This design comes from an exercise in tuning for small area, a short achievable clock period and few clock cycles on the open sky130 flow, not from production work.
Function was checked by simulation only, so behaviour that the tests miss may differ from the original.
Power figures rest on the tool's default switching activity, not on a simulated workload.

==> constraint.sdc <==
create_clock -name core_clock -period 12.0 [get_ports {clk}]
set_input_delay 2.4000 -clock core_clock [delete_from_list [all_inputs] [get_ports {clk}]]
set_output_delay 2.4000 -clock core_clock [all_outputs]
set_load 0.01 [all_outputs]
==> config.mk <==
export PLATFORM = sky130hd
export DESIGN_NAME = adeger_core
export DESIGN_NICKNAME = adeger_core
export VERILOG_FILES = /design/flow/design.v
export SDC_FILE = /design/flow/constraint.sdc
export NUM_CORES = 4
export LEC_CHECK = 0
export CAP_MARGIN = 40
export CORE_MARGIN = 2
export CORE_UTILIZATION = 40
export PLACE_DENSITY = 0.6
export SETUP_SLACK_MARGIN = 5
export SLEW_MARGIN = 30
==> design.v <==
module adeger_core (
    input  wire        clk,
    input  wire        rst,
    input  wire        run,
    input  wire [15:0] entry,
    output wire [1:0]  state,
    output wire [3:0]  fault_cause,
    output wire [15:0] fault_pc,
    output wire [31:0] fault_word,
    output wire        imem_en,
    output wire [9:0]  imem_addr,
    input  wire [31:0] imem_rdata,
    output wire        dmem_en,
    output wire        dmem_we,
    output wire [8:0]  dmem_addr,
    output wire [47:0] dmem_wdata,
    input  wire [47:0] dmem_rdata,
    output wire        evt_valid,
    output wire [13:0] evt_code
);
    localparam [2:0] C_NONE = 3'd0, C_OPCODE = 3'd1, C_FIELD = 3'd2,
                     C_REGISTER = 3'd3, C_READONLY = 3'd4, C_ADDRESS = 3'd5,
                     C_STACK = 3'd6, C_PC_RANGE = 3'd7;
    integer i;
    reg        running, faulted;
    reg [2:0]  fcause;
    reg [47:0] w [0:15];
    reg [15:0] one;          
    reg [15:0] a [0:3];
    reg [5:0]  fl;
    reg [10:0] lr;           
    reg [10:0] stk [0:7];    
    reg [3:0]  sp;           
    reg [15:0] f_pc;         
    reg        f_v;          
    reg        e_v;
    reg [15:0] e_pc;
    reg [31:0] e_ir;         
    reg        e_fault;      
    reg [2:0]  e_cause;
    reg [47:0] e_opa, e_opb;
    reg [3:0]  e_rd;
    reg        e_ldconf;     
    reg        e_a_ld, e_b_ld;   
    reg        e_imm_sx;
    reg        e_rs_sum, e_rs_and, e_rs_or, e_rs_xor, e_rs_sh, e_rs_ldsh, e_rs_b;
    reg        e_inv, e_cin, e_sh_left, e_sh_arith;
    reg        e_setfl, e_cmp_s, e_c_add, e_c_sub, e_c_sh, e_v_en;
    reg        e_we_w, e_we_a, e_we_fl;
    reg        e_ld, e_st, e_evt, e_halt, e_call, e_ret, e_loop;
    reg        e_taken;      
    reg        e_replay;     
    reg [15:0] e_tgt;        
    reg [8:0]  e_maddr;      
    reg        ldwb;
    reg [3:0]  ld_rd;
    assign state       = {running | faulted, faulted};
    assign fault_cause = {1'b0, fcause};
    assign fault_pc    = e_pc;
    assign fault_word  = e_ir;
    wire [31:0] iw    = imem_rdata;
    wire [5:0]  d_op  = iw[31:26];
    wire [3:0]  d_rd  = iw[25:22];
    wire [3:0]  d_r1  = iw[21:18];
    wire [3:0]  d_r2  = iw[17:14];
    wire [1:0]  d_crd = iw[13:12];
    wire [1:0]  d_cr1 = iw[11:10];
    wire [1:0]  d_cr2 = iw[9:8];
    wire [7:0]  d_fn  = iw[7:0];
    wire [13:0] d_imm = iw[13:0];
    wire d_pcr  = |f_pc[15:10];
    wire d_alu  = (d_op >= 6'h04) && (d_op <= 6'h15);
    wire d_imf  = d_op[0];
    wire [3:0] d_kind = d_op[4:1];
    wire d_cmp  = d_alu && (d_kind == 4'd10);
    wire d_ldi  = (d_op == 6'h01);
    wire d_ld   = (d_op == 6'h02);
    wire d_st   = (d_op == 6'h03);
    wire d_bra  = (d_op >= 6'h16) && (d_op <= 6'h1A);
    wire d_br   = (d_op == 6'h16);
    wire d_bz   = (d_op == 6'h17);
    wire d_bnz  = (d_op == 6'h18);
    wire d_bn   = (d_op == 6'h19);
    wire d_call = (d_op == 6'h1A);
    wire d_ret  = (d_op == 6'h1B);
    wire d_loop = (d_op == 6'h1C);
    wire d_halt = (d_op == 6'h1D);
    wire d_evt  = (d_op == 6'h1E);
    wire d_nop  = (d_op == 6'h00);
    wire d_fmta = d_alu && !d_imf;
    function [2:0] check_read(input [1:0] cls, input [3:0] idx);
        begin
            if (cls == 2'd0 || (cls == 2'd3 && (idx <= 4'd4 || idx == 4'd7)))
                check_read = C_NONE;
            else
                check_read = C_REGISTER;
        end
    endfunction
    function [2:0] check_write(input [1:0] cls, input [3:0] idx);
        begin
            if (cls == 2'd0 || (cls == 2'd3 && idx <= 4'd4))
                check_write = C_NONE;
            else if (cls == 2'd3 && idx == 4'd7)
                check_write = C_READONLY;
            else
                check_write = C_REGISTER;
        end
    endfunction
    reg [2:0] d_scause;      
    always @(*) begin
        d_scause = C_NONE;
        if (d_nop || d_loop) begin
            d_scause = C_NONE;
        end else if (d_ldi) begin
            if (d_r1 != 4'd0 || d_r2 > 4'd2)
                d_scause = C_FIELD;
        end else if (d_ld || d_st) begin
            if (d_r2 != 4'd0 || iw[21:20] == 2'd3)
                d_scause = C_FIELD;
        end else if (d_alu) begin
            if (d_imf) begin
                if (d_r2 != 4'd0 || (d_cmp && d_rd != 4'd0))
                    d_scause = C_FIELD;
            end else begin
                if (d_cmp ? (d_rd != 4'd0 || d_crd != 2'd0 || d_fn[7:1] != 7'd0)
                          : (d_fn != 8'd0))
                    d_scause = C_FIELD;
                else if (check_read(d_cr1, d_r1) != C_NONE)
                    d_scause = check_read(d_cr1, d_r1);
                else if (check_read(d_cr2, d_r2) != C_NONE)
                    d_scause = check_read(d_cr2, d_r2);
                else if (!d_cmp && check_write(d_crd, d_rd) != C_NONE)
                    d_scause = check_write(d_crd, d_rd);
            end
        end else if (d_bra) begin
            if (d_rd != 4'd0)
                d_scause = C_FIELD;
        end else if (d_ret || d_halt) begin
            if (iw[25:0] != 26'd0)
                d_scause = C_FIELD;
        end else if (d_evt) begin
            if (d_rd != 4'd0 || d_r1 != 4'd0 || d_r2 != 4'd0)
                d_scause = C_FIELD;
        end else begin
            d_scause = C_OPCODE;
        end
    end
    wire [1:0]  e_an   = e_ir[19:18];
    wire [1:0]  e_mode = e_ir[21:20];
    wire        e_amod = e_v & (e_ld | e_st) & (e_mode != 2'd0);
    wire [15:0] e_ma   = a[e_an];
    wire [15:0] a_pm   = e_mode[0] ? (e_ma + 16'd1) : (e_ma - 16'd1);
    reg  [15:0] a_fwd [0:3];
    always @(*) begin
        for (i = 0; i < 4; i = i + 1)
            a_fwd[i] = (e_amod && e_an == i) ? a_pm : a[i];
    end
    wire [1:0]  d_an   = iw[19:18];
    wire [15:0] d_ma   = a_fwd[d_an];
    wire [9:0]  d_lo   = {1'b0, d_ma[8:0]} + {1'b0, iw[8:0]};
    wire [6:0]  h_x    = d_ma[15:9] ^ {2'b00, iw[13:9]};
    wire [6:0]  h_o    = d_ma[15:9] | {2'b00, iw[13:9]};
    wire        h_z0   = ~|(h_x ^ {h_o[5:0], 1'b0});
    wire        h_z1   = ~|(h_x ^ {h_o[5:0], 1'b1});
    wire        d_addr_f = d_lo[9] ? ~h_z1 : ~h_z0;
    wire d_stk_f = (d_call & sp[3]) | (d_ret & (sp == 4'd0));
    wire [2:0] d_cause = d_pcr                  ? C_PC_RANGE :
                         (d_scause != C_NONE)   ? d_scause :
                         ((d_ld | d_st) & d_addr_f) ? C_ADDRESS :
                         d_stk_f                ? C_STACK : C_NONE;
    wire d_k_add = d_alu && d_kind == 4'd2;
    wire d_k_sub = d_alu && d_kind == 4'd3;
    wire d_k_sh  = d_alu && (d_kind == 4'd7 || d_kind == 4'd8 || d_kind == 4'd9);
    wire d_cmpp  = d_cmp && !d_imf && d_fn[0];
    wire d_dst_s = d_fmta && d_crd == 2'd3;           
    wire d_dst_fl = d_dst_s && d_rd == 4'd4;
    wire d_ldish = d_ldi && d_r2 == 4'd2;
    wire d_we_w  = (d_alu && !d_cmp && !d_dst_s) || d_ldi || d_loop;
    wire d_we_a  = d_alu && !d_cmp && d_dst_s && !d_rd[2];
    wire [3:0] d_ra     = d_alu ? d_r1 : d_rd;
    wire [3:0] d_rb     = d_r2;
    wire       d_a_w    = (d_alu && (d_imf || d_cr1 == 2'd0)) || d_ldish || d_loop || d_st;
    wire       d_a_s    = d_fmta && d_cr1 == 2'd3;
    wire       d_b_w    = d_fmta && d_cr2 == 2'd0;
    wire       d_b_s    = d_fmta && d_cr2 == 2'd3;
    wire       d_b_i    = (d_alu && d_imf) || d_ldi;
    wire       d_imm_sx = (d_imf && (d_k_add || d_k_sub || d_cmp)) || (d_ldi && d_r2 == 4'd0);
    wire [47:0] opa = e_opa;
    wire [47:0] opb = e_opb;
    wire [13:0] e_imm = e_ir[13:0];
    wire [47:0] bx   = opb ^ {48{e_inv}};
    wire [49:0] sum2 = {1'b0, opa, 1'b1} + {1'b0, bx, e_cin};
    wire [47:0] sum  = sum2[48:1];
    wire        cout = sum2[49];
    wire        vflag = (opa[47] == bx[47]) && (sum[47] != opa[47]);
    wire [47:0] ax = opa ^ bx;
    wire [47:0] ao = opa | bx;
    wire        sum_z   = ~|(ax ^ {ao[46:0], e_cin});
    wire        sum_one = (ax[0] ^ e_cin) & ~|(ax[47:1] ^ {ao[46:1], opa[0] & bx[0]});
    function [47:0] rev48(input [47:0] x);
        integer k;
        begin
            for (k = 0; k < 48; k = k + 1)
                rev48[k] = x[47 - k];
        end
    endfunction
    wire [5:0]   sh    = opb[5:0];
    wire [47:0]  shx   = e_sh_left ? rev48(opa) : opa;
    wire [112:0] sht   = {64'd0, shx, 1'b0} >> sh;
    wire [47:0]  shr   = sht[48:1];
    wire         shc   = sht[0];
    wire         sfill = e_sh_arith & opa[47] & sh[5] & sh[4];
    wire [47:0]  shres = (e_sh_left ? rev48(shr) : shr) | {48{sfill}};
    wire [47:0] res_ns = ({48{e_rs_and}}  & (opa & opb))
                       | ({48{e_rs_or}}   & (opa | opb))
                       | ({48{e_rs_xor}}  & (opa ^ opb))
                       | ({48{e_rs_sh}}   & shres)
                       | ({48{e_rs_ldsh}} & {opa[33:0], e_imm})
                       | ({48{e_rs_b}}    & opb);
    wire [47:0] result = res_ns | ({48{e_rs_sum}} & sum);
    wire fz = e_rs_sum ? sum_z : (res_ns == 48'd0);
    wire fn = e_cmp_s ? (sum[47] ^ vflag) : result[47];
    wire fc = (e_c_add & cout) | (e_c_sub & ~cout) | (e_c_sh & shc);
    wire fv = e_v_en & vflag;
    wire r_one = e_rs_sum ? sum_one : (res_ns == 48'd1);
    wire ld_one = (dmem_rdata == 48'd1);
    wire [5:0] fl_fwd = (e_v & e_we_fl) ? result[5:0] :
                        (e_v & e_setfl) ? {fl[5:4], fv, fc, fn, fz} : fl;
    wire stall  = e_v & ldwb & e_ldconf;
    wire exec   = e_v & ~stall;
    wire commit = exec & ~e_fault & ~e_replay;
    wire fault  = exec & e_fault & ~e_replay;
    wire redirect = exec & e_taken & (e_replay | ~e_fault);
    wire ending = fault | (commit & e_halt);
    wire [15:0] f_pc_inc = f_pc + 16'd1;
    wire [15:0] fetch = redirect ? e_tgt : (stall | ~f_v) ? f_pc : f_pc_inc;
    assign imem_en    = running;
    assign imem_addr  = fetch[9:0];
    assign dmem_en    = commit & (e_ld | e_st);
    assign dmem_we    = commit & e_st;
    assign dmem_addr  = e_maddr;
    assign dmem_wdata = e_opa;
    assign evt_valid  = commit & e_evt;
    assign evt_code   = e_imm;
    function [15:0] onehot16(input [3:0] x);
        begin
            onehot16 = 16'd0;
            onehot16[x] = 1'b1;
        end
    endfunction
    wire [15:0] ra_oh = onehot16(d_ra);
    wire [15:0] rb_oh = onehot16(d_rb);
    reg  [47:0] rf_a, rf_b;
    reg         one_a;
    always @(*) begin
        rf_a = 48'd0;
        rf_b = 48'd0;
        one_a = 1'b0;
        for (i = 0; i < 16; i = i + 1) begin
            rf_a = rf_a | ({48{ra_oh[i]}} & w[i]);
            rf_b = rf_b | ({48{rb_oh[i]}} & w[i]);
            one_a = one_a | (ra_oh[i] & one[i]);
        end
    end
    wire e_wr   = e_v & e_we_w;
    wire fa_e   = d_a_w & e_wr & (e_rd == d_ra);
    wire fa_l   = d_a_w & ldwb & (ld_rd == d_ra) & ~fa_e;
    wire fa_r   = d_a_w & ~fa_e & ~fa_l;
    wire fb_e   = d_b_w & e_wr & (e_rd == d_rb);
    wire fb_l   = d_b_w & ldwb & (ld_rd == d_rb) & ~fb_e;
    wire fb_r   = d_b_w & ~fb_e & ~fb_l;
    wire [3:0]  sa_idx = d_r1;
    wire [3:0]  sb_idx = d_r2;
    wire        sa_fl  = d_a_s & (sa_idx == 4'd4);
    wire        sb_fl  = d_b_s & (sb_idx == 4'd4);
    wire [15:0] sa_val = ~sa_idx[2] ? a_fwd[sa_idx[1:0]] : {5'd0, lr};
    wire [15:0] sb_val = ~sb_idx[2] ? a_fwd[sb_idx[1:0]] : {5'd0, lr};
    wire        sa_o   = d_a_s & ~sa_fl;
    wire        sb_o   = d_b_s & ~sb_fl;
    wire [47:0] d_immx = {{34{d_imm_sx & d_imm[13]}}, d_imm};
    wire [47:0] opa_d = ({48{fa_r}} & rf_a)
                      | ({48{fa_e}} & result)
                      | ({48{fa_l}} & dmem_rdata)
                      | ({48{sa_o}} & {32'd0, sa_val})
                      | ({48{sa_fl}} & {42'd0, fl_fwd});
    wire [47:0] opb_d = ({48{fb_r}} & rf_b)
                      | ({48{fb_e}} & result)
                      | ({48{fb_l}} & dmem_rdata)
                      | ({48{sb_o}} & {32'd0, sb_val})
                      | ({48{sb_fl}} & {42'd0, fl_fwd})
                      | ({48{d_b_i}} & d_immx);
    wire is1 = fa_e ? r_one : fa_l ? ld_one : one_a;
    wire [1:0] e_wa   = e_rd[1:0];
    wire d_ahaz = e_v & e_we_a & (((d_ld | d_st) & (d_an == e_wa)) |
                                  (d_a_s & ~d_r1[2] & (d_r1[1:0] == e_wa)) |
                                  (d_b_s & ~d_r2[2] & (d_r2[1:0] == e_wa)));
    wire d_taken = d_ahaz | d_br | d_call | d_ret |
                   (d_bz & fl_fwd[0]) | (d_bnz & ~fl_fwd[0]) | (d_bn & fl_fwd[1]) |
                   (d_loop & ~is1);
    wire [15:0] d_tgt = d_ahaz ? f_pc : d_ret ? {5'd0, lr} : (f_pc + iw[15:0]);
    wire d_end = f_v & d_halt & (d_cause == C_NONE) & ~redirect;
    wire        we_e  = commit & e_we_w;
    wire [3:0]  wsel  = ldwb ? ld_rd : e_rd;
    wire [47:0] wdata = rst ? 48'd0 : (ldwb ? dmem_rdata : result);
    wire        wone  = ~rst & (ldwb ? ld_one : r_one);
    always @(posedge clk) begin
        for (i = 0; i < 16; i = i + 1)
            if (rst || ((ldwb || we_e) && wsel == i)) begin
                w[i]   <= wdata;
                one[i] <= wone;
            end
    end
    always @(posedge clk) begin
        for (i = 0; i < 4; i = i + 1)
            if (rst)
                a[i] <= 16'd0;
            else if (commit && e_amod && e_an == i)
                a[i] <= a_pm;
            else if (commit && e_we_a && e_rd[1:0] == i)
                a[i] <= result[15:0];
    end
    always @(posedge clk) begin
        if (rst)
            fl <= 6'd0;
        else if (commit && e_we_fl)
            fl <= result[5:0];
        else if (commit && e_setfl)
            fl <= {fl[5:4], fv, fc, fn, fz};
    end
    wire [10:0] e_pc_inc = e_pc[10:0] + 11'd1;
    wire [10:0] lr_below = (sp[3:1] == 3'd0) ? 11'd0 : stk[sp[2:0] - 3'd2];
    always @(posedge clk) begin
        if (commit && e_call)
            stk[sp[2:0] - 3'd1] <= lr;
        if (rst)
            lr <= 11'd0;
        else if (!running && run)
            lr <= 11'd0;
        else if (commit && e_call)
            lr <= e_pc_inc;
        else if (commit && e_ret)
            lr <= lr_below;
    end
    wire load_e = running & ~stall & ~ending;
    always @(posedge clk) begin
        if (rst) begin
            running <= 1'b0;
            faulted <= 1'b0;
            sp      <= 4'd0;
            f_v     <= 1'b0;
            e_v     <= 1'b0;
            ldwb    <= 1'b0;
        end else if (!running) begin
            if (run) begin
                running <= 1'b1;
                faulted <= 1'b0;
                sp      <= 4'd0;
                f_pc    <= entry;
                f_v     <= 1'b0;
                e_v     <= 1'b0;
            end
            ldwb <= 1'b0;
        end else begin
            f_pc <= fetch;
            f_v  <= ~ending;
            ldwb <= commit & e_ld;
            if (commit & e_ld)
                ld_rd <= e_rd;
            if (commit & e_call)
                sp <= sp + 4'd1;
            else if (commit & e_ret)
                sp <= sp - 4'd1;
            if (fault) begin
                faulted <= 1'b1;
                fcause  <= e_cause;
            end
            if (load_e)
                e_v <= f_v & ~redirect;
            if (ending || (load_e && d_end)) begin
                running <= 1'b0;
                e_v     <= 1'b0;
            end
        end
    end
    always @(posedge clk) begin
        if (load_e) begin
            e_opa   <= opa_d;
            e_opb   <= opb_d;
            e_taken <= d_taken;
        end else if (stall) begin
            if (e_a_ld)
                e_opa <= dmem_rdata;
            if (e_b_ld)
                e_opb <= dmem_rdata;
            if (e_loop && e_a_ld)
                e_taken <= ~ld_one;
        end
    end
    always @(posedge clk) begin
        if (load_e) begin
            e_pc       <= f_pc;
            e_ir       <= d_pcr ? 32'd0 : iw;
            e_cause    <= d_cause;
            e_fault    <= d_cause != C_NONE;
            e_rd       <= d_rd;
            e_a_ld     <= d_a_w && d_ra == e_rd;
            e_b_ld     <= d_b_w && d_rb == e_rd;
            e_ldconf   <= e_ld && (d_we_w || (d_a_w && d_ra == e_rd) ||
                                   (d_b_w && d_rb == e_rd));
            e_imm_sx   <= d_imm_sx;
            e_rs_sum   <= d_k_add || d_k_sub || d_cmp || d_loop;
            e_rs_and   <= d_alu && d_kind == 4'd4;
            e_rs_or    <= d_alu && d_kind == 4'd5;
            e_rs_xor   <= d_alu && d_kind == 4'd6;
            e_rs_sh    <= d_k_sh;
            e_rs_ldsh  <= d_ldish;
            e_rs_b     <= d_ldi && !d_ldish;
            e_inv      <= d_k_sub || d_cmp || d_loop;
            e_cin      <= d_k_sub || d_cmp;
            e_sh_left  <= d_alu && d_kind == 4'd7;
            e_sh_arith <= d_alu && d_kind == 4'd9;
            e_setfl    <= d_alu && !d_dst_fl;
            e_cmp_s    <= d_cmp && !d_cmpp;
            e_c_add    <= d_k_add;
            e_c_sub    <= d_k_sub || (d_cmp && !d_cmpp);
            e_c_sh     <= d_k_sh;
            e_v_en     <= d_k_add || d_k_sub;
            e_we_w     <= d_we_w;
            e_we_a     <= d_we_a;
            e_we_fl    <= d_alu && !d_cmp && d_dst_fl;
            e_ld       <= d_ld;
            e_st       <= d_st;
            e_evt      <= d_evt;
            e_halt     <= d_halt;
            e_call     <= d_call;
            e_ret      <= d_ret;
            e_loop     <= d_loop;
            e_tgt      <= d_tgt;
            e_replay   <= d_ahaz;
            e_maddr    <= d_lo[8:0];
        end
    end
endmodule
==> run.sh <==
#!/bin/bash
# synth_recipe.tcl (not shown) runs the flow's synth.tcl, then flattens the netlist and writes it again
# the make line also repeats each setting of config.mk as NAME=value (left out here)
make -C /OpenROAD-flow-scripts/flow DESIGN_CONFIG=/design/flow/config.mk WORK_HOME=/design/flow/orfs CLKGATE_MAP_FILE= SYNTH_SCRIPT=/design/flow/synth_recipe.tcl finish
==> results of run 1 <==
==> where the power goes <==
group | switching [mW] | internal [mW]
Combinational | 1.65 | 0.742
Clock | 1.74 | 2.30
Sequential | 0.254 | 4.97
Total | 3.65 | 8.01
==> flip-flops by register name, indices dropped and copies added (netlist names), 11 cells and up <==
signal / count
e_pc: 16
e_tgt: 16
lr: 11
stk: 88
w: 768
a: 64
e_opb: 48
e_ir: 32
e_opa: 48
one: 16
f_pc: 16
==> worst paths after layout <==
check,startpoint,end,cells past startpoint
setup / recovery,imem_rdata[14],e_opb[36],15
hold / removal,e_cause[2],fcause[2],0
setup reg to reg,e_opb[0],one[11],15
hold reg to reg,e_cause[2],fcause[2],0
==> cell usage after synthesis (all sizes together), types with 93 or more instances <==
| cell type | n |
|---|---|
| edfxtp | 1103 |
| nand2 | 449 |
| a22oi | 430 |
| clkbuf | 390 |
| nor2 | 378 |
| a221oi | 265 |
| ha | 252 |
| a21oi | 231 |
| o21ai | 222 |
| inv | 219 |
| a22o | 210 |
| nand4 | 137 |
| xnor2 | 121 |
| mux2i | 114 |
| nand3 | 114 |
| xor2 | 104 |
| a222oi | 102 |
| buf | 93 |
==> critical path: cells and delay by family <==
kind | cells | cell delay, ps
buffers and inverters | 6 | 2370
AND/OR/NAND/NOR | 3 | 1280
AO/OA/AOI/OAI | 5 | 1270
adder cells (fa/ha/maj) | 1 | 180
==> through the flow <==
stage               power, mW  utilization (%)  setup WS [ps]  hold WS [ps]
CTS                     11.53            46.05           5007         336.1
detailed placement      7.537            43.56           4178         412.0
finish                  11.66            46.22           5000         354.5
floorplan               6.454                -           5766         400.3
global route            11.93            46.22           5018         335.8
global placement        7.518            43.28           4210         406.7
==> routing by layer <==
layer | track usage (%) | vias up
li1 | - | 24775
met1 | 45.30 | 29954
met2 | 51.58 | 5371
met3 | 10.73 | 1282
met4 | 21.10 | 16
met5 | 0 | -
==> kinds of logic after synthesis <==
| kind of cell | Yosys count | share of synthesized area (%) |
|---|---|---|
| other | 1 | 0.005444 |
| xor gates and xnor gates | 225 | 2.861 |
| DFF | 1193 | 50.70 |
| buffers and inverters | 705 | 4.047 |
| AOI/OAI and AO/OA | 2027 | 22.02 |
| adders and majority gates | 258 | 4.752 |
| and+or+nand+nor | 1459 | 10.03 |
| muxes | 270 | 5.580 |
==> layout make-up <==
| type | instances | area (sq um) | share of cell area [%] |
|---|---|---|---|
| Sequential cell | 1193 | 34930 | 44.10 |
| Multi-Input combinational cell | 4240 | 31690 | 40.01 |
| Timing Repair Buffer | 502 | 4579 | 5.782 |
| Clock buffer | 146 | 3162 | 3.992 |
| Tap cell | 2310 | 2890 | 3.649 |
| Clock inverter | 81 | 1092 | 1.379 |
| Inverter | 222 | 840.8 | 1.062 |
| Antenna cell | 9 | 22.52 | 0.02843 |
==> timing repair <==
item | 4_1_cts | 5_1_grt
hold buffers | 0 | 0
gates resized for setup | 4 | 15
setup endpoints to repair | 14 | 68
==> reports/results.txt, run 1 <==
WL final: 319,000 um
Distinct cells, synth: 91
Cell count after synthesis: 6,138
Root Driver: clkbuf_16
Yosys reg bits: 1,193
Post-CTS Setup Inserts: 0
Largest net degree at the start of global routing: 109
Syn_nets: 6,495
FFs w/ async S/R, synth: 0%
First-pass GRT wire length: 441,400 um
DR WL met3: 43,860 um
Detail Placement HPWL: 213,500 um
Startpoint Class: input pin
Slew of the pin with the lowest slew margin: 1148 ps
GRT overflow: 0
NumNets Final: 6,637
Worst-path clk slew: 70 ps
Die X: 419.0 um
Number of H-tree levels: 3
Vias: 61,398
Slowest CP cell: clkdlybuf4s50_1
CP Max Fanout: 33
Worst path required time: 12,570 ps
# setup viols final: 0
Layout cells sized above 1: 11.42%
Antenna violations before repair: 14
Setup TNS: 0 ps
Slowest stage delay, CP: 810 ps
Most frequent cells in the layout: edfxtp_1, nand2_1, a22oi_1
Wire per inst: 36.66 um
Top cell type's share of synthesized area: 48.09%
Area delta synth->final: 14.99%
Clk sinks: 1,193
Clock Path Buffers: 3
Placer Congestion: 1.049
TritonCTS Buffers: 121
WS Path Type: input pin to flip-flop
Vias per inst: 7.055
Pre-antenna DRT Iters: 10
Commonest non-fill, non-tap cell in the layout: edfxtp_1
Avg Inst Size Synth: 11.22 sq um
Fin area: 0.07921 sq mm
Crit-path cells: clkdlybuf4s50_1, inv_1, ha_1, buf_4, inv_1, nor3_1, nor4_2, buf_4, buf_4, a22o_1, a221oi_1, nand4_1, a221oi_1, o21ai_0, o21a_1
Crit path top cell by count: buf_4
Clk_skew: 125.4 ps
Final worst-path cycle share: 58.33%
Clock latency on the worst-skew pair: 820 ps
TritonCTS clock tree: built
Min Tclk post-route: 7000 ps
Layout fillers: 15,415
Die Y: 419.0 um
Hold Vio Cnt, Final: 0
Leak: 28.16 nW
EDFF count, synth: 1,103
Finished Layout Cells: 8,703
Initial core utilization: 40.20%
Post-synth top area cell: edfxtp_1
Dpl cells: 8,442
# DRC: 0
Outcome: finished clean
Max layer used: met5
Post-Route M1 WL: 116,100 um
1st-iter DRT viols: 11,653
Max Cap Violations: 0
Fmax: 142.9 MHz
Vias in the first global route: 57,278
Routed Antenna Nets: 0
Dpl cell area: 0.07465 sq mm
CP arrival: 7570 ps
Most used DFF post-synth: edfxtp_1
Cell area power density: 147.2 mW/mm^2
PortBufs: 236
Die ar.: 0.1755 sq mm
VDD IR-drop max: 0.1415 mV
Synth area leaders: edfxtp_1, a22oi_1, ha_1
I/O Pins: 238
Core area: 0.1714 sq mm
RSZ-0062 raised after global routing: false
Slew HR: 23.49%
Total track usage: 35.08%
Sequential-to-total area share from yosys stat: 50.70%
Cell row count: 152
Post-synthesis cell area: 0.06888 sq mm
Metal2 WL: 135,000 um
HP Class: flip-flop to flip-flop
CP endpoint kind: flip-flop
R2R Setup Slk: 5130 ps
Max-slew violations: 0
Synthesis Warnings: 4
Testbench counts, summed over its fixed seeds: cycles 199,151.
==> inputs of run 2 (changes only) <==
==> flow/run.sh (new file) <==
#!/bin/bash
# The standard layout, with timing repair aiming further below the clock
# period (setup margin 6.5 ns); the constraints are the design's.
set -o pipefail
bash standard.sh SETUP_SLACK_MARGIN=6.5 finish > standard.log 2>&1
==> standard.sh (new file) <==
#!/bin/bash
# synth_recipe.tcl (not shown) runs the flow's synth.tcl, then flattens the netlist and writes it again
# the make line also repeats each setting of config.mk as NAME=value (left out here)
make -C /OpenROAD-flow-scripts/flow DESIGN_CONFIG=/design/flow/config.mk WORK_HOME=/design/flow/orfs CLKGATE_MAP_FILE= SYNTH_SCRIPT=/design/flow/synth_recipe.tcl "${@:-finish}"
--- a/config.mk
+++ b/config.mk
@@ -9,5 +9,4 @@
 export CORE_MARGIN = 2
 export CORE_UTILIZATION = 40
 export PLACE_DENSITY = 0.6
-export SETUP_SLACK_MARGIN = 5
 export SLEW_MARGIN = 30
removed: run.sh
==> reports/results.txt, run 2 <==
Outcome: finished clean
PortBufs: 236 (unchanged)
Slew HR: 32.74% (+9.2 points)
Cell area power density: 143.0 mW/mm^2 (-2.9%)
I/O Pins: 238 (unchanged)
Placer Congestion: 1.016 (-3.2%)
Commonest cells in the netlist: edfxtp_1, nand2_1, a22oi_1
Cell row count: 152 (unchanged)
NumNets Final: 6,741 (+1.6%)
First-pass GRT wire length: 445,200 um (+0.85%)
Sequential-to-total area share from yosys stat: 50.70% (unchanged)
1st-iter DRT viols: 12,486 (+7.1%)
Die Y: 419.0 um (unchanged)
Startpoint Class: input pin
Die ar.: 0.1755 sq mm (unchanged)
CP Max Fanout: 6 (-82%)
Vias in the first global route: 58,298 (+1.8%)
Top cell type's share of synthesized area: 48.09% (unchanged)
Clk sinks: 1,193 (unchanged)
Wire per inst: 36.88 um (+0.62%)
WS Path Type: input pin to flip-flop
Post-synth top area cell: edfxtp_1
Max-slew violations: 0 (unchanged)
Setup TNS: 0 ps (unchanged)
Most frequent cells in the layout: edfxtp_1, nand2_1, a22oi_1
Post-synthesis cell area: 0.06888 sq mm (unchanged)
Worst flop-to-flop path startpoint: e_opb[0]
RSZ-0062 raised after global routing: true
Slew of the pin with the lowest slew margin: 1007 ps (-141.1 ps)
Max Cap Violations: 0 (unchanged)
Largest register FFs: 768 (unchanged)
Leak: 29.09 nW (+3.3%)
Worst-path clk slew: 60 ps (about the same)
Detail Placement HPWL: 206,700 um (-3.2%)
Post-Synth XOR/XNOR Area: 2.861% (unchanged)
Crit path from: imem_rdata[27]
Depth of the most critical reg-to-reg path: 16 (+1)
Pre-antenna DRT Iters: 12 (+2)
TritonCTS clock tree: built
Synth Area in Compound Gates: 22.02% (unchanged)
R2R Setup Slk: 6480 ps (+1350 ps)
Die X: 419.0 um (unchanged)
Post-synthesis simple-gate area fraction: 10.03% (unchanged)
Total track usage: 35.48% (+0.39 points)
Synth area leaders: edfxtp_1, a22oi_1, ha_1
Layout cells sized above 1: 14.75% (+3.3 points)
Vias: 62,624 (+2.0%)
Clock Path Buffers: 3 (unchanged)
Distinct cells, synth: 91 (unchanged)
EDFF count, synth: 1,103 (unchanged)
Fmax: 176.4 MHz (+23%)
Yosys reg bits: 1,193 (unchanged)
Cell count after synthesis: 6,138 (unchanged)
# setup viols final: 0 (unchanged)
Synth Area in Adders: 4.752% (unchanged)
Largest family of logic cells by synthesized area: compound AO/OA/AOI/OAI gates
Root Driver: clkbuf_16
GRT overflow: 0 (unchanged)
VDD IR-drop max: 0.1452 mV (+2.6%)
Synthesis Warnings: 4 (unchanged)
Syn_nets: 6,495 (unchanged)
Layout fillers: 15,231 (-1.2%)
Min Tclk post-route: 5669 ps (-1331 ps)
Most used DFF post-synth: edfxtp_1
Antenna violations before repair: 20 (+6)
# DRC: 0 (unchanged)
Count leader, synth: edfxtp_1
Area delta synth->final: 18.50%
Clock latency on the worst-skew pair: 810 ps (about the same)
Avg Inst Size Synth: 11.22 sq um (unchanged)
Worst Setup EP: e_opa[2]
CP endpoint kind: flip-flop
Routed Antenna Nets: 0 (unchanged)
Clk_skew: 90.68 ps (-34.72 ps)
Vias per inst: 7.114 (+0.84%)
WL final: 324,700 um (+1.8%)
CP arrival: 6170 ps (-1400 ps)
CTS hold repair buffers: 0 (unchanged)
Largest net degree at the start of global routing: 105 (-3.7%)
HP Class: flip-flop to flip-flop
Hold Vio Cnt, Final: 0 (unchanged)
Final worst-path cycle share: 47.24% (-11 points)
TritonCTS Buffers: 118 (-2.5%)
FFs w/ async S/R, synth: 0% (unchanged)
Reg-to-Reg End: w[4][21]
Top reg by flops: w
Commonest non-fill, non-tap cell in the layout: edfxtp_1
Initial core utilization: 40.20% (unchanged)
Worst path required time: 12,500 ps (-70 ps)
Number of H-tree levels: 3 (unchanged)
Final core utilization: 47.63% (+1.4 points)
Core area: 0.1714 sq mm (unchanged)
Mux contribution to synthesized area: 5.580% (unchanged)
-- run 2: logic make-up (layout without fill, tap and decap cells) --
logic type                 after synthesis  in the layout
muxes                                  270            270
adders and majority gates              258            258
buffers and inverters                  705           1042
and+or+nand+nor                       1459           1466
other                                    1             12
xor gates and xnor gates               225            225
DFF                                   1193           1193
AOI/OAI and AO/OA                     2027           2027
-- run 2: critical path, stage by stage --
cell	delay, ps
buf_12	100
buf_12	130
a21o_4	230
a211o_4	410
mux2_4	360
inv_4	80
ha_4	210
xnor2_4	150
buf_6	190
and3_4	210
buf_4	180
a22oi_2	120
nand3_1	110
a221oi_2	210
nand4_1	350
o211ai_1	310
a21oi_1	130
a211o_1	280
-- run 2: repair_timing --
| action | CTS | global route |
|---|---|---|
| pin swaps | 18 | 39 |
| buffers inserted | 36 | 59 |
| cloned | 16 | 6 |
| endpoints found under the setup margin | 285 | 356 |
| gates resized for setup | 251 | 124 |
| hold endpoints to repair | 0 | 0 |
-- run 2: final cells by class --
| cell class | count | area (sq um) | area share, % |
|---|---|---|---|
| well taps | 2310 | 2890 | 3.541 |
| flip-flops and latches | 1193 | 34930 | 42.79 |
| inverters | 222 | 864.6 | 1.059 |
| diodes | 11 | 27.53 | 0.03373 |
| multi-input cells | 4247 | 32610 | 39.95 |
| clock inverters | 79 | 960.9 | 1.177 |
| repair buffers | 602 | 6280 | 7.694 |
| clock buffers | 139 | 3062 | 3.751 |
-- run 2: layer usage --
metal / part of all wire, % / up-vias / GRT usage, %
li1: - / 25018 / -
met4: 8.0 / 18 / 23.15
met5: 0.046 / - / 0
met2: 42 / 5801 / 52.13
met3: 14 / 1417 / 10.64
met1: 36 / 30370 / 45.27
-- run 2: power breakdown --
group          internal [mW]  switching, mW
Combinational          0.828           1.72
Sequential              4.97          0.250
Clock                   2.20           1.70
-- run 2: metrics by stage --
stage / total power [mW] / cells / setup WS [ps] / hold WS [ps] / area (sq um)
floorplan: 6.469 / 6138 / 6022 / 400.3 / 69160
global placement: 7.507 / 8407 / 3994 / 441.7 / 74260
detailed placement: 7.532 / 8441 / 4028 / 449.4 / 74810
CTS: 11.45 / 8711 / 6331 / 424.3 / 80440
global route: 11.89 / 8797 / 6365 / 428.4 / 81600
finish: 11.67 / 8803 / 6331 / 452.3 / 81620
-- run 2: worst min path at each step --
stage                    start   endpoint  slack (ps)  cells past startpoint
floorplan           e_cause[0]  fcause[0]         400                      0
global placement         fl[0]      fl[0]         440                      2
detailed placement       fl[1]      fl[1]         450                      2
CTS                 e_cause[2]  fcause[2]         420                      0
global route        e_cause[1]  fcause[1]         430                      0
finish              e_cause[1]  fcause[1]         450                      0
==> inputs of run 3 (changes only) <==
==> flow/run.sh (replaced) <==
#!/bin/bash
# The standard layout with its constraints, with these changes to how it is
# made: timing repair aims further below the clock period (setup margin),
# the resizer may swap a cell for one of another footprint, and the port
# buffers are buf_4 cells.
set -o pipefail
bash standard.sh SETUP_SLACK_MARGIN=7 MATCH_CELL_FOOTPRINT=0 \
    'BUFFER_PORTS_ARGS=-buffer_cell sky130_fd_sc_hd__buf_4' finish > standard.log 2>&1
==> reports/results.txt, run 3 <==
First-pass GRT wire length: 475,600 um (+6.8%)
Layout cells sized above 1: 24.89% (+10 points)
Slew of the pin with the lowest slew margin: 990.7 ps (-15.83 ps)
Area delta synth->final: 25.28%
Startpoint Class: input pin
Wire per inst: 39.32 um (+6.6%)
Most used DFF post-synth: edfxtp_1
Total track usage: 38.42% (+2.9 points)
Final worst-path cycle share: 44.34% (-2.9 points)
WS Path Type: input pin to flip-flop
CP arrival: 5850 ps (-320 ps)
Fmax: 188.0 MHz (+6.5%)
FFs w/ async S/R, synth: 0% (unchanged)
Cell count after synthesis: 6,138 (unchanged)
Avg Inst Size Synth: 11.22 sq um (unchanged)
HP Class: flip-flop to flip-flop
# DRC: 0 (unchanged)
Commonest non-fill, non-tap cell in the layout: edfxtp_1
Power Total: 12.41 mW (+6.3%)
Initial core utilization: 40.20% (unchanged)
Post-synthesis cell area: 0.06888 sq mm (unchanged)
TritonCTS Buffers: 130 (+10%)
Distinct cells, synth: 91 (unchanged)
Crit-path cells: buf_16, a21o_1, a211o_4, mux2_4, inv_4, buf_4, ha_2, and3_4, buf_8, a22oi_1, nand3_1, or3_4, a32oi_2, o211a_1, a211oi_2, a32oi_1
Yosys reg bits: 1,193 (unchanged)
PortBufs: 236 (unchanged)
Hold Startpoint: e_cause[0]
Worst-path clk slew: 60 ps (about the same)
Number of H-tree levels: 4 (+1)
Layout fillers: 14,847 (-2.5%)
TritonCTS clock tree: built
NumNets Final: 6,960 (+3.2%)
Vias per inst: 7.303 (+2.7%)
CP endpoint kind: flip-flop
Crit path from: imem_rdata[27]
I/O Pins: 238 (unchanged)
WL final: 355,000 um (+9.3%)
Commonest cells in the netlist: edfxtp_1, nand2_1, a22oi_1
Cell area power density: 143.8 mW/mm^2 (+0.59%)
Hold Vio Cnt, Final: 0 (unchanged)
Top cell type's share of synthesized area: 48.09% (unchanged)
Antenna violations before repair: 18 (-10%)
Worst path required time: 12,530 ps (+30 ps)
Most frequent cells in the layout: edfxtp_1, buf_4, nand2_1
Root Driver: clkbuf_16
Max-slew violations: 0 (unchanged)
Synth area leaders: edfxtp_1, a22oi_1, ha_1
Leak: 31.39 nW (+7.9%)
Count leader, synth: edfxtp_1
Die Y: 419.0 um (unchanged)
CP Max Fanout: 26 (+20)
Dpl cell area: 0.07452 sq mm (-0.38%)
Syn_nets: 6,495 (unchanged)
Largest register FFs: 768 (unchanged)
Slew HR: 33.95% (+1.2 points)
EDFF count, synth: 1,103 (unchanged)
Slowest CP cell: a211o_4
Worst flop-to-flop path startpoint: e_ir[18]
Cell row count: 152 (unchanged)
Min Tclk post-route: 5320 ps (-348.4 ps)
Largest net degree at the start of global routing: 69 (-34%)
1st-iter DRT viols: 13,622 (+9.1%)
Clk sinks: 1,193 (unchanged)
Fin area: 0.08629 sq mm (+5.7%)
Vias in the first global route: 60,582 (+3.9%)
# setup viols final: 0 (unchanged)
Top reg by flops: w
Fin worst setup slack: 6680 ps (+348.4 ps)
Slowest stage delay, CP: 420 ps (about the same)
Outcome: finished clean
VDD IR-drop max: 0.1765 mV (+22%)
GRT overflow: 0 (unchanged)
Clock Path Buffers: 3 (unchanged)
Synthesis Warnings: 4 (unchanged)
Clock latency on the worst-skew pair: 840 ps (+30 ps)
Core area: 0.1714 sq mm (unchanged)
Vias: 65,937 (+5.3%)
Routed Antenna Nets: 0 (unchanged)
Post-synth top area cell: edfxtp_1
Die ar.: 0.1755 sq mm (unchanged)
Clk_skew: 54.00 ps (-36.68 ps)
Die X: 419.0 um (unchanged)
Pre-antenna DRT Iters: 11 (-1)
Placer Congestion: 1.070 (+5.4%)
Max Cap Violations: 0 (unchanged)
Pre-CTS WS: 4701 ps (+672.6 ps)
Setup TNS: 0 ps (unchanged)
Detail Placement HPWL: 213,000 um (+3.1%)
Sequential-to-total area share from yosys stat: 50.70% (unchanged)
RSZ-0062 raised after global routing: true
Final core utilization: 50.36% (+2.7 points)
[run 3: cell counts after synthesis]
Identical to the previous run, type by type.
[run 3: cell families after synthesis]
| logic type | after synthesis | synth area share (%) |
|---|---|---|
| compound gates | 2027 | 22.02 |
| buf+inv | 705 | 4.047 |
| mux | 270 | 5.580 |
| fa+ha+maj | 258 | 4.752 |
| flops | 1193 | 50.70 |
| other cells | 1 | 0.005444 |
| simple gates | 1459 | 10.03 |
| xor+xnor | 225 | 2.861 |
[run 3: report_power, final]
| part | internal [mW] | switching [mW] | total [mW] |
|---|---|---|---|
| clock network | 2.46 | 1.83 | 4.29 |
| logic | 0.976 | 1.94 | 2.91 |
| registers | 4.97 | 0.245 | 5.21 |
[run 3: repair_timing]
item                                    in CTS  in global routing
resized for setup                          465                330
hold buffers                                 0                  0
buffers inserted                           191                 83
endpoints found under the setup margin     931                673
cloned                                      35                 18
pin swaps                                  112                205
[run 3: area by class of cell]
cell class / count / area, sq um / area share, %
clock buffers: 162 / 3510 / 4.067
diodes: 13 / 32.53 / 0.03770
well taps: 2310 / 2890 / 3.349
clock inverters: 73 / 979.7 / 1.135
inverters: 222 / 883.3 / 1.024
repair buffers: 804 / 8543 / 9.900
flip-flops and latches: 1193 / 34930 / 40.48
multi-input cells: 4252 / 34520 / 40.01
[run 3: per-layer routing]
| metal | global-route usage, % | share of wire [%] | routed length, um | vias up |
|---|---|---|---|---|
| li1 | - | - | - | 25469 |
| met1 | 47.61 | 34 | 120700 | 31778 |
| met2 | 54.25 | 40 | 142200 | 6737 |
| met3 | 13.83 | 16 | 56070 | 1937 |
| met4 | 29.52 | 10 | 35750 | 16 |
| met5 | 0.5279 | 0.071 | 253 | - |
[run 3: worst paths after layout]
path / to / slack (ps) / depth (start not counted)
min: fcause[0] / 420 / 0
max: e_taken / 6680 / 16
max reg2reg: e_cause[0] / 6950 / 23
min reg2reg: fcause[0] / 420 / 0
[run 3: stage by stage]
| step | hold slack (ps) | cells |
|---|---|---|
| after floorplan | 400.3 | 6138 |
| after global placement | 408.3 | 8385 |
| after detailed placement | 407.0 | 8430 |
| after CTS | 421.4 | 8891 |
| after global routing | 434.5 | 9021 |
| final | 423.8 | 9029 |
[run 3: critical path: cells and delay by family]
family | cells | cell delay (ps)
mux | 1 | 350
buf+inv | 4 | 620
fa+ha+maj | 1 | 410
compound gates | 7 | 1280
simple gates | 3 | 670
==> inputs of run 4 (changes only) <==
--- a/config.mk
+++ b/config.mk
@@ -7,6 +7,6 @@
 export LEC_CHECK = 0
 export CAP_MARGIN = 40
 export CORE_MARGIN = 2
-export CORE_UTILIZATION = 40
-export PLACE_DENSITY = 0.6
+export CORE_UTILIZATION = 55
+export PLACE_DENSITY = 0.72
 export SLEW_MARGIN = 30
==> reports/results.txt, run 4 <==
Core area: 0.1240 sq mm (-28%)
Worst flop-to-flop path startpoint: e_opa[46]
Worst path required time: 12,520 ps (about the same)
Final worst-path cycle share: 46.22% (+1.9 points)
Detail Placement HPWL: 204,400 um (-4.1%)
Leak: 30.75 nW (-2.0%)
FFs w/ async S/R, synth: 0% (unchanged)
GRT overflow: 0 (unchanged)
Slew HR: 32.41% (-1.5 points)
Vias: 67,097 (+1.8%)
Yosys reg bits: 1,193 (unchanged)
Antenna violations before repair: 25 (+7)
Synth area leaders: edfxtp_1, a22oi_1, ha_1
Sequential-to-total area share from yosys stat: 50.70% (unchanged)
Avg Inst Size Synth: 11.22 sq um (unchanged)
Root Driver: clkbuf_16
WS Path Type: input pin to flip-flop
VDD IR-drop max: 0.1477 mV (-16%)
Commonest non-fill, non-tap cell in the layout: edfxtp_1
Die Y: 357.9 um (-15%)
Cell area power density: 143.8 mW/mm^2 (about the same)
Placer Congestion: 1.081 (+0.99%)
CP Max Fanout: 6 (-77%)
CP endpoint kind: flip-flop
Syn_nets: 6,495 (unchanged)
Min Tclk post-route: 5547 ps (+226.3 ps)
Top reg by flops: w
NumNets Final: 6,884 (-1.1%)
I/O Pins: 238 (unchanged)
Fin worst setup slack: 6453 ps (-226.3 ps)
Outcome: finished clean
Slew of the pin with the lowest slew margin: 1014 ps (+23.08 ps)
Depth of the most critical reg-to-reg path: 15 (-35%)
Cell count after synthesis: 6,138 (unchanged)
Vias per inst: 8.097 (+11%)
Area delta synth->final: 22.06%
Crit path from: imem_rdata[28]
Top cell type's share of synthesized area: 48.09% (unchanged)
Dpl cell area: 0.07368 sq mm (-1.1%)
Synthesis Warnings: 4 (unchanged)
Hold Vio Cnt, Final: 0 (unchanged)
Post-synth top area cell: edfxtp_1
Power Total: 12.09 mW (-2.6%)
Most used DFF post-synth: edfxtp_1
HP Class: flip-flop to flip-flop
Pre-CTS WS: 4671 ps (-29.98 ps)
Worst Setup EP: e_opa[3]
Dpl cells: 7,749 (-8.1%)
Clock Path Buffers: 3 (unchanged)
Initial core utilization: 55.57% (+15 points)
EDFF count, synth: 1,103 (unchanged)
Max Cap Violations: 0 (unchanged)
Die ar.: 0.1281 sq mm (-27%)
First-pass GRT wire length: 456,100 um (-4.1%)
RSZ-0062 raised after global routing: true
PortBufs: 236 (unchanged)
Distinct cells, synth: 91 (unchanged)
Largest net degree at the start of global routing: 82 (+19%)
Setup TNS: 0 ps (unchanged)
Clk_skew: 76.96 ps (+22.97 ps)
Clk sinks: 1,193 (unchanged)
Pre-antenna DRT Iters: 20 (+9)
Largest register FFs: 768 (unchanged)
Fmax: 180.3 MHz (-4.1%)
Die X: 357.9 um (-15%)
Worst-path clk slew: 70 ps (about the same)
Reg-to-Reg End: one[8]
Startpoint Class: input pin
Number of H-tree levels: 3 (-1)
Routed Antenna Nets: 0 (unchanged)
Cell row count: 129 (-15%)
Hold Startpoint: e_cause[1]
Post-synthesis cell area: 0.06888 sq mm (unchanged)
Wire per inst: 41.38 um (+5.2%)
WL final: 342,900 um (-3.4%)
CP arrival: 6070 ps (+220 ps)
Clock latency on the worst-skew pair: 820 ps (-20 ps)
TritonCTS clock tree: built
R2R Setup Slk: 6810 ps (-140 ps)
# setup viols final: 0 (unchanged)
Finished Layout Cells: 8,287 (-8.2%)
1st-iter DRT viols: 16,094 (+18%)
# DRC: 0 (unchanged)
Max-slew violations: 0 (unchanged)
Vias in the first global route: 60,767 (+0.31%)
Most frequent cells in the layout: edfxtp_1, buf_4, nand2_1
Total track usage: 50.32% (+12 points)
Commonest cells in the netlist: edfxtp_1, nand2_1, a22oi_1
Count leader, synth: edfxtp_1
Layout cells sized above 1: 23.30% (-1.6 points)
Fin area: 0.08407 sq mm (-2.6%)
TritonCTS Buffers: 120 (-7.7%)
run 4: cell counts after synthesis:
No cell type changed its count.
run 4: what timing repair did:
item                       in CTS  in global routing
setup buffers                 131                 89
setup endpoints to repair     709                569
pin swaps                      98                183
resized for setup             354                282
cloned                         37                 17
hold buffers                    0                  0
run 4: kinds of logic after synthesis:
group                      share of synthesized area, %
AOI/OAI and AO/OA                                 22.02
and+or+nand+nor                                   10.03
DFF                                               50.70
buffers and inverters                             4.047
muxes                                             5.580
adders and majority gates                         4.752
xor gates and xnor gates                          2.861
other                                          0.005444
run 4: worst min path at each step:
| stage | to | slack [ps] | cells after the start |
|---|---|---|---|
| 6_report | fcause[1] | 430 | 0 |
| 3_3_place_gp | fcause[2] | 410 | 0 |
| 2_1_floorplan | fcause[0] | 400 | 0 |
| 3_5_place_dp | fcause[1] | 420 | 0 |
| 5_1_grt | fcause[2] | 430 | 0 |
| 4_1_cts | fcause[1] | 430 | 0 |
run 4: where the power goes:
group	internal (mW)	switching [mW]
Clock	2.28	1.74
Sequential	4.97	0.272
Combinational	0.936	1.89
Total	8.19	3.90
run 4: stage by stage:
step	hold WS, ps	util [%]
detailed placement	418.7	59.44
floorplan	400.3	-
global route	434.7	67.79
global placement	409.5	58.73
finish	427.2	67.82
CTS	426.4	65.58
run 4: cell type report:
type                    count  area [sq um]
inverters                 222         869.6
well taps                1637          2048
clock inverters            83          1022
flip-flops and latches   1193         34930
diodes                     19         47.55
fillers                  8786         39890
clock buffers             143          3142
repair buffers            738          7756
multi-input cells        4252         34250
run 4: critical path, stage by stage:
cell and delay [ps]:
buf_12 110, a21o_1 200, a211o_4 410, mux2_4 350
inv_4 80, ha_4 220, xnor2_4 200, buf_6 170
nor2_2 50, and2_4 190, buf_12 150, buf_4 150
buf_4 190, a22oi_2 190, nand4_1 210, o221ai_2 340
o211ai_1 140, o21ai_1 150, o21ai_1 140
run 4: metal layers:
| metal | routed length [um] | share of wire (%) | vias to the layer above | track usage [%] |
|---|---|---|---|---|
| li1 | - | - | 25344 | - |
| met1 | 109400 | 32 | 31783 | 61.62 |
| met2 | 134500 | 39 | 7607 | 69.22 |
| met3 | 64600 | 19 | 2329 | 24.77 |
| met4 | 33660 | 9.8 | 34 | 34.64 |
| met5 | 738 | 0.22 | - | 1.630 |
==> inputs of run 5 (changes only) <==
==> flow/run.sh (replaced) <==
#!/bin/bash
# The standard layout with its constraints, with these changes to how it is
# made: no full/half-adder cell extraction in synthesis (ABC maps the
# adders), timing repair aims further below the clock period (setup margin),
# the resizer may swap a cell for one of another footprint, and the port
# buffers are buf_4 cells.
set -o pipefail
bash standard.sh SETUP_SLACK_MARGIN=7 MATCH_CELL_FOOTPRINT=0 ADDER_MAP_FILE= \
    'BUFFER_PORTS_ARGS=-buffer_cell sky130_fd_sc_hd__buf_4' finish > standard.log 2>&1
--- a/config.mk
+++ b/config.mk
@@ -7,6 +7,6 @@
 export LEC_CHECK = 0
 export CAP_MARGIN = 40
 export CORE_MARGIN = 2
-export CORE_UTILIZATION = 55
-export PLACE_DENSITY = 0.72
+export CORE_UTILIZATION = 40
+export PLACE_DENSITY = 0.6
 export SLEW_MARGIN = 30
==> reports/results.txt, run 5 <==
Largest register FFs: 768 (unchanged)
Avg Inst Size Synth: 10.68 sq um (-4.8%)
Crit-path cells: buf_12, a31o_4, a22oi_2, o22ai_1, and3_4, o31ai_4, maj3_2, maj3_2, a21oi_4, maj3_2, maj3_2, maj3_2, maj3_2, maj3_2, xnor2_2, or3_1, o21ai_1
WP buf/inv: 1 (-5)
Synth area leaders: edfxtp_1, mux4_2, a221oi_1
# DRC: 0 (unchanged)
WS Path Type: input pin to flip-flop
Distinct cells, synth: 106 (+16%)
VDD IR-drop max: 0.1265 mV (-14%)
Largest net degree at the start of global routing: 91 (+11%)
Top cell type's share of synthesized area: 47.51% (-0.58 points)
Top Family by Delay on Critical Path: adder cells
First-pass GRT wire length: 461,200 um (+1.1%)
HP Class: flip-flop to flip-flop
RSZ-0062 raised after global routing: true
Dpl cell area: 0.07446 sq mm (+1.1%)
Hold Startpoint: e_cause[1]
Slowest CP cell: maj3_2
Worst flop-to-flop path startpoint: e_opb[2]
Cell area power density: 138.5 mW/mm^2 (-3.6%)
Vias per inst: 7.133 (-12%)
Post-synthesis cell area: 0.06971 sq mm (+1.2%)
Outcome: finished clean
TritonCTS Buffers: 120 (unchanged)
Detail Placement HPWL: 208,100 um (+1.8%)
I/O Pins: 238 (unchanged)
# setup viols final: 0 (unchanged)
Cell row count: 153 (+19%)
Final worst-path cycle share: 46.21% (about the same)
Sequential-to-total area share from yosys stat: 50.10% (-0.61 points)
Number of H-tree levels: 3 (unchanged)
Pre-antenna DRT Iters: 13 (-35%)
Leak: 29.48 nW (-4.1%)
Final core utilization: 49.07% (-19 points)
Worst-path clk slew: 70 ps (about the same)
Root Driver: clkbuf_16
CP arrival: 6170 ps (+100 ps)
Vias: 66,270 (-1.2%)
Dpl cells: 8,707 (+12%)
TritonCTS clock tree: built
Startpoint Class: input pin
Die X: 421.5 um (+18%)
Syn_nets: 6,627 (+2.0%)
Synthesis Warnings: 4 (unchanged)
Area delta synth->final: 22.08% (about the same)
Setup TNS: 0 ps (unchanged)
CP Max Fanout: 3 (-3)
CP Depth: 17 (-2)
CP endpoint kind: flip-flop
R2R Setup Slk: 6780 ps (-30 ps)
Hold Vio Cnt, Final: 0 (unchanged)
Vias in the first global route: 60,578 (-0.31%)
Die Y: 421.5 um (+18%)
Cell count after synthesis: 6,528 (+6.4%)
Yosys reg bits: 1,193 (unchanged)
1st-iter DRT viols: 13,071 (-19%)
Reg-to-Reg End: e_opb[0]
WHS Path Cells: 0 (unchanged)
FFs w/ async S/R, synth: 0% (unchanged)
Initial core utilization: 40.20% (-15 points)
Clk_skew: 112.0 ps (+35.00 ps)
Depth of the most critical reg-to-reg path: 18 (+3)
PortBufs: 236 (unchanged)
Pre-CTS WS: 4269 ps (-401.6 ps)
Fin area: 0.08511 sq mm (+1.2%)
NumNets Final: 6,939 (+0.80%)
Slew of the pin with the lowest slew margin: 1008 ps (-6.274 ps)
Most used DFF post-synth: edfxtp_1
Placer Congestion: 1.022 (-5.4%)
Power Total: 11.79 mW (-2.5%)
Total track usage: 35.72% (-15 points)
Max Cap Violations: 0 (unchanged)
CTS hold repair buffers: 0 (unchanged)
Crit path top cell by count: maj3_2
Fin Hold WS: 439.1 ps (+11.87 ps)
Fmax: 180.3 MHz (about the same)
Slew HR: 32.76% (+0.34 points)
Count leader, synth: edfxtp_1
Fin worst setup slack: 6455 ps (+1.450 ps)
Clk sinks: 1,193 (unchanged)
Top reg by flops: w
Most frequent cells in the layout: edfxtp_1, buf_4, nand2_1
Layout cells sized above 1: 23.22% (-0.078 points)
Slowest stage delay, CP: 340 ps (-70 ps)
Worst path required time: 12,620 ps (+100 ps)
Commonest cells in the netlist: edfxtp_1, nor2_1, nand2_1
Clock Path Buffers: 3 (unchanged)
Wire per inst: 36.25 um (-12%)
WL final: 336,800 um (-1.8%)
Core area: 0.1734 sq mm (+40%)
EDFF count, synth: 1,103 (unchanged)
WHS Endpoint: fcause[1]
GRT overflow: 0 (unchanged)
Clock latency on the worst-skew pair: 830 ps (about the same)
Min Tclk post-route: 5545 ps (-1.450 ps)
Antenna violations before repair: 25 (unchanged)
Die ar.: 0.1776 sq mm (+39%)
Finished Layout Cells: 9,290 (+12%)
Max-slew violations: 0 (unchanged)
Commonest non-fill, non-tap cell in the layout: edfxtp_1
Routed Antenna Nets: 0 (unchanged)
Post-synth top area cell: edfxtp_1
-- run 5: cell types whose count changed in the layout (fill, tap and decap cells not counted), sizes merged, moves of 54 or more --
cell / previous run / this run
buf: 682 / 738
nand2: 450 / 536
o21ai: 222 / 308
a21oi: 231 / 342
a22oi: 430 / 293
xnor2: 121 / 189
a222oi: 102 / 160
nor3: 74 / 128
inv: 218 / 127
nor2: 378 / 537
nand3: 114 / 182
ha: 252 / 0
-- run 5: per-layer routing --
layer	track usage (%)	wire [um]	vias up
met5	0.1075	92	-
met4	22.66	26590	10
met3	11.87	49970	1399
met2	51.94	140900	6059
met1	45.59	119200	32184
li1	-	-	26618
-- run 5: cells by family after synthesis --
| kind of cell | share of synthesized area (%) |
|---|---|
| mux | 6.842 |
| flops | 50.10 |
| other cells | 0.005379 |
| simple gates | 12.31 |
| fa+ha+maj | 0.6192 |
| buf+inv | 4.184 |
| compound gates | 22.36 |
| xor+xnor | 3.577 |
-- run 5: how the worst max path moves through the flow --
stage                         from         to  slack (ps)
global placement    imem_rdata[14]  e_opa[40]        4200
detailed placement  imem_rdata[14]  e_opa[40]        4270
CTS                  imem_rdata[1]  e_tgt[15]        6440
finish               imem_rdata[1]  e_tgt[15]        6450
floorplan            imem_rdata[1]  e_tgt[15]        5790
global route         imem_rdata[1]  e_tgt[15]        6370
-- run 5: what timing repair did --
| action | 4_1_cts | 5_1_grt |
|---|---|---|
| cloned | 27 | 19 |
| gates resized for setup | 415 | 240 |
| setup buffers | 131 | 139 |
| endpoints found under the setup margin | 931 | 608 |
| pin swaps | 67 | 105 |
-- run 5: final cells by class --
cell class	instances	area, sq um
timing repair inverter	1	11.26
clock inverter	83	1051
tap	2325	2909
inverter	124	513.0
multi-input combinational	4604	34510
clock buffer	145	3158
sequential	1193	34930
timing repair buffer	796	7985
fill	15475	88330
antenna	19	47.55
-- run 5: power by group --
group          internal [mW]  switching, mW
clock                   2.28           1.77
combinational          0.864           1.72
sequential              4.94          0.217
total                   8.09           3.70
==> inputs of run 6 (changes only) <==
==> flow/run.sh (replaced) <==
#!/bin/bash
# The standard layout with its constraints, with these changes to how it is
# made: timing repair aims further below the clock period (setup margin),
# timing repair works on the worst 20% of failing endpoints, the resizer may swap a cell for one of another footprint, and the port
# buffers are buf_4 cells.
set -o pipefail
bash standard.sh SETUP_SLACK_MARGIN=7 TNS_END_PERCENT=20 MATCH_CELL_FOOTPRINT=0 \
    'BUFFER_PORTS_ARGS=-buffer_cell sky130_fd_sc_hd__buf_4' finish > standard.log 2>&1
==> reports/results.txt, run 6 <==
Cell area power density: 145.4 mW/mm^2 (+4.9%)
Slowest stage delay, CP: 530 ps (+190 ps)
Core area: 0.1714 sq mm (-1.2%)
I/O Pins: 238 (unchanged)
Min Tclk post-route: 5315 ps (-229.8 ps)
Area delta synth->final: 22.16% (about the same)
Top Family by Delay on Critical Path: compound AO/OA/AOI/OAI gates
Total track usage: 38.68% (+3.0 points)
CTS hold repair buffers: 0 (unchanged)
Layout cells sized above 1: 22.45% (-0.77 points)
Top cell type's share of synthesized area: 48.09% (+0.58 points)
Placer Congestion: 1.022 (about the same)
Most frequent cells in the layout: edfxtp_1, buf_4, nand2_1
Final worst-path cycle share: 44.30% (-1.9 points)
Wire per inst: 39.24 um (+8.2%)
CP endpoint kind: flip-flop
Count leader, synth: edfxtp_1
Clk_skew: 120.1 ps (+8.113 ps)
Cell row count: 152 (-0.65%)
Outcome: finished clean
Syn_nets: 6,495 (-2.0%)
Top reg by flops: w
EDFF count, synth: 1,103 (unchanged)
Max-slew violations: 0 (unchanged)
Startpoint Class: input pin
Worst path required time: 12,540 ps (-80 ps)
Number of H-tree levels: 3 (unchanged)
Root Driver: clkbuf_16
Antenna violations before repair: 24 (-4.0%)
Die ar.: 0.1755 sq mm (-1.2%)
Vias in the first global route: 60,385 (-0.32%)
Post-synthesis cell area: 0.06888 sq mm (-1.2%)
Die X: 419.0 um (-0.60%)
Synthesis Warnings: 4 (unchanged)
Slew HR: 25.51% (-7.2 points)
Yosys reg bits: 1,193 (unchanged)
Vias: 65,017 (-1.9%)
WP buf/inv: 5 (+4)
# DRC: 0 (unchanged)
CP arrival: 5860 ps (-310 ps)
Leak: 30.63 nW (+3.9%)
Largest register FFs: 768 (unchanged)
Fmax: 188.1 MHz (+4.3%)
Power Total: 12.23 mW (+3.7%)
Vias per inst: 7.239 (+1.5%)
NumNets Final: 6,912 (-0.39%)
Commonest non-fill, non-tap cell in the layout: edfxtp_1
Hold Vio Cnt, Final: 0 (unchanged)
Largest net degree at the start of global routing: 105 (+15%)
1st-iter DRT viols: 12,663 (-3.1%)
Routed Antenna Nets: 0 (unchanged)
Initial core utilization: 40.20% (about the same)
Distinct cells, synth: 91 (-14%)
Slowest CP cell: nand4_1
Post-synth top area cell: edfxtp_1
# setup viols final: 0 (unchanged)
TritonCTS clock tree: built
Layout fillers: 15,057 (-2.7%)
Fin area: 0.08414 sq mm (-1.1%)
Cell count after synthesis: 6,138 (-6.0%)
Pre-antenna DRT Iters: 10 (-3)
Clock Path Buffers: 3 (unchanged)
Die Y: 419.0 um (-0.60%)
WL final: 352,400 um (+4.6%)
Most used DFF post-synth: edfxtp_1
Avg Inst Size Synth: 11.22 sq um (+5.1%)
Dpl cell area: 0.07443 sq mm (about the same)
Clk sinks: 1,193 (unchanged)
Synth area leaders: edfxtp_1, a22oi_1, ha_1
Worst-path clk slew: 70 ps (about the same)
Max Cap Violations: 0 (unchanged)
Setup TNS: 0 ps (unchanged)
WS Path Type: input pin to flip-flop
VDD IR-drop max: 0.1637 mV (+29%)
GRT overflow: 0 (unchanged)
FFs w/ async S/R, synth: 0% (unchanged)
TritonCTS Buffers: 121 (+0.83%)
PortBufs: 236 (unchanged)
Clock latency on the worst-skew pair: 830 ps (about the same)
Sequential-to-total area share from yosys stat: 50.70% (+0.61 points)
CP Max Fanout: 31 (+28)
Slew of the pin with the lowest slew margin: 1117 ps (+109.8 ps)
First-pass GRT wire length: 478,200 um (+3.7%)
HP Class: flip-flop to flip-flop
Detail Placement HPWL: 217,400 um (+4.5%)
Commonest cells in the netlist: edfxtp_1, nand2_1, a22oi_1
RSZ-0062 raised after global routing: true
Crit-path cells: buf_6, clkinvlp_4, ha_4, a31oi_4, buf_2, nor2b_4, buf_4, buf_12, a22o_1, a221oi_1, nand4_1, a221oi_2, o21ai_0, o21a_1
-- run 6: cell families after synthesis --
group	after synthesis	synth area share, %
and+or+nand+nor	1459	10.03
AOI/OAI and AO/OA	2027	22.02
DFF	1193	50.70
other	1	0.005444
xor gates and xnor gates	225	2.861
buffers and inverters	705	4.047
adders and majority gates	258	4.752
muxes	270	5.580
-- run 6: final timing paths --
check	endpoint	cells after the start	from	slack, ps
setup reg to reg	w[4][44]	16	e_opa[23]	6860
hold reg to reg	fcause[1]	0	e_cause[1]	430
setup / recovery	e_opb[47]	14	imem_rdata[14]	6680
hold / removal	fcause[1]	0	e_cause[1]	430
-- run 6: timing repair --
action,CTS,global route
buffers inserted,158,71
endpoints found under the setup margin,612,632
cloned,38,7
resized for setup,399,126
pin swaps,101,68
-- run 6: routing by layer --
| layer | vias to the layer above | track usage (%) | part of all wire, % |
|---|---|---|---|
| met5 | - | 0.8891 | 0.11 |
| met2 | 6426 | 55.22 | 41 |
| li1 | 25362 | - | - |
| met4 | 29 | 30.74 | 10 |
| met1 | 31414 | 46.64 | 34 |
| met3 | 1786 | 14.48 | 15 |
-- run 6: final cells by class --
class / instances / area [sq um] / share of cell area, %
clock inverter: 99 / 1359 / 1.615
timing repair buffer: 767 / 7458 / 8.864
clock buffer: 132 / 3100 / 3.685
inverter: 222 / 873.3 / 1.038
sequential: 1193 / 34930 / 41.51
antenna: 9 / 22.52 / 0.02677
tap: 2310 / 2890 / 3.435
multi-input combinational: 4250 / 33510 / 39.83
-- run 6: through the flow --
step                      std cells  util [%]  setup slack (ps)  hold slack, ps
final                          8982     49.10              6685           426.0
after global routing           8976     49.10              6696           432.8
after CTS                      8879     48.16              6791           424.2
after detailed placement       8452     43.44              4818           407.0
after global placement         8405     43.05              4835           403.4
after floorplan                6138         -              6022           400.3
-- run 6: where the power goes --
group	leakage [nW]	switching (mW)	internal [mW]	total, mW
combinational	16.8	1.84	0.904	2.74
sequential	11.7	0.260	4.97	5.23
clock	2.14	1.78	2.48	4.26

separate check: timing with driven ports:
The results above use ideal ports. As a check the final layouts listed here were re-extracted and re-timed, cells and wires unchanged. Step 1 sets driving cells, clkbuf_16 on the clock port and buf_2 on the other inputs (assumed; they add their load-dependent delay and slew). Step 2, shift: input delay + t, output delay - t, t = (earliest + latest rising clock arrival at the registers) / 2. This alone moves slack from input paths to output paths. Slacks: no drivers / after step 1 / after step 2; pairs: no drivers / after step 1.
| run | t (ns) | setup WS [ns] | latest minus earliest clock arrival (ns) | worst register clock-pin slew, ns |
|---|---|---|---|---|
| run 1 | 0.850 | 5.000 / 5.065 / 4.215 | 0.135 / 0.135 | 0.08 / 0.08 |
| run 2 | 0.853 | 6.331 / 6.352 / 5.500 | 0.096 / 0.095 | 0.07 / 0.07 |
| run 3 | 0.901 | 6.680 / 6.609 / 5.708 | 0.054 / 0.054 | 0.08 / 0.08 |
| run 4 | 0.861 | 6.453 / 6.438 / 5.577 | 0.077 / 0.078 | 0.07 / 0.07 |
| run 5 | 0.867 | 6.455 / 6.490 / 5.623 | 0.112 / 0.112 | 0.09 / 0.09 |
| run 6 | 0.856 | 6.685 / 6.716 / 5.868 | 0.120 / 0.120 | 0.07 / 0.07 |
After both steps every run listed still meets setup and hold. For run 3, which loses most, drivers alone change the setup slack by -0.071 ns; drivers and shift together by -0.972 ns.
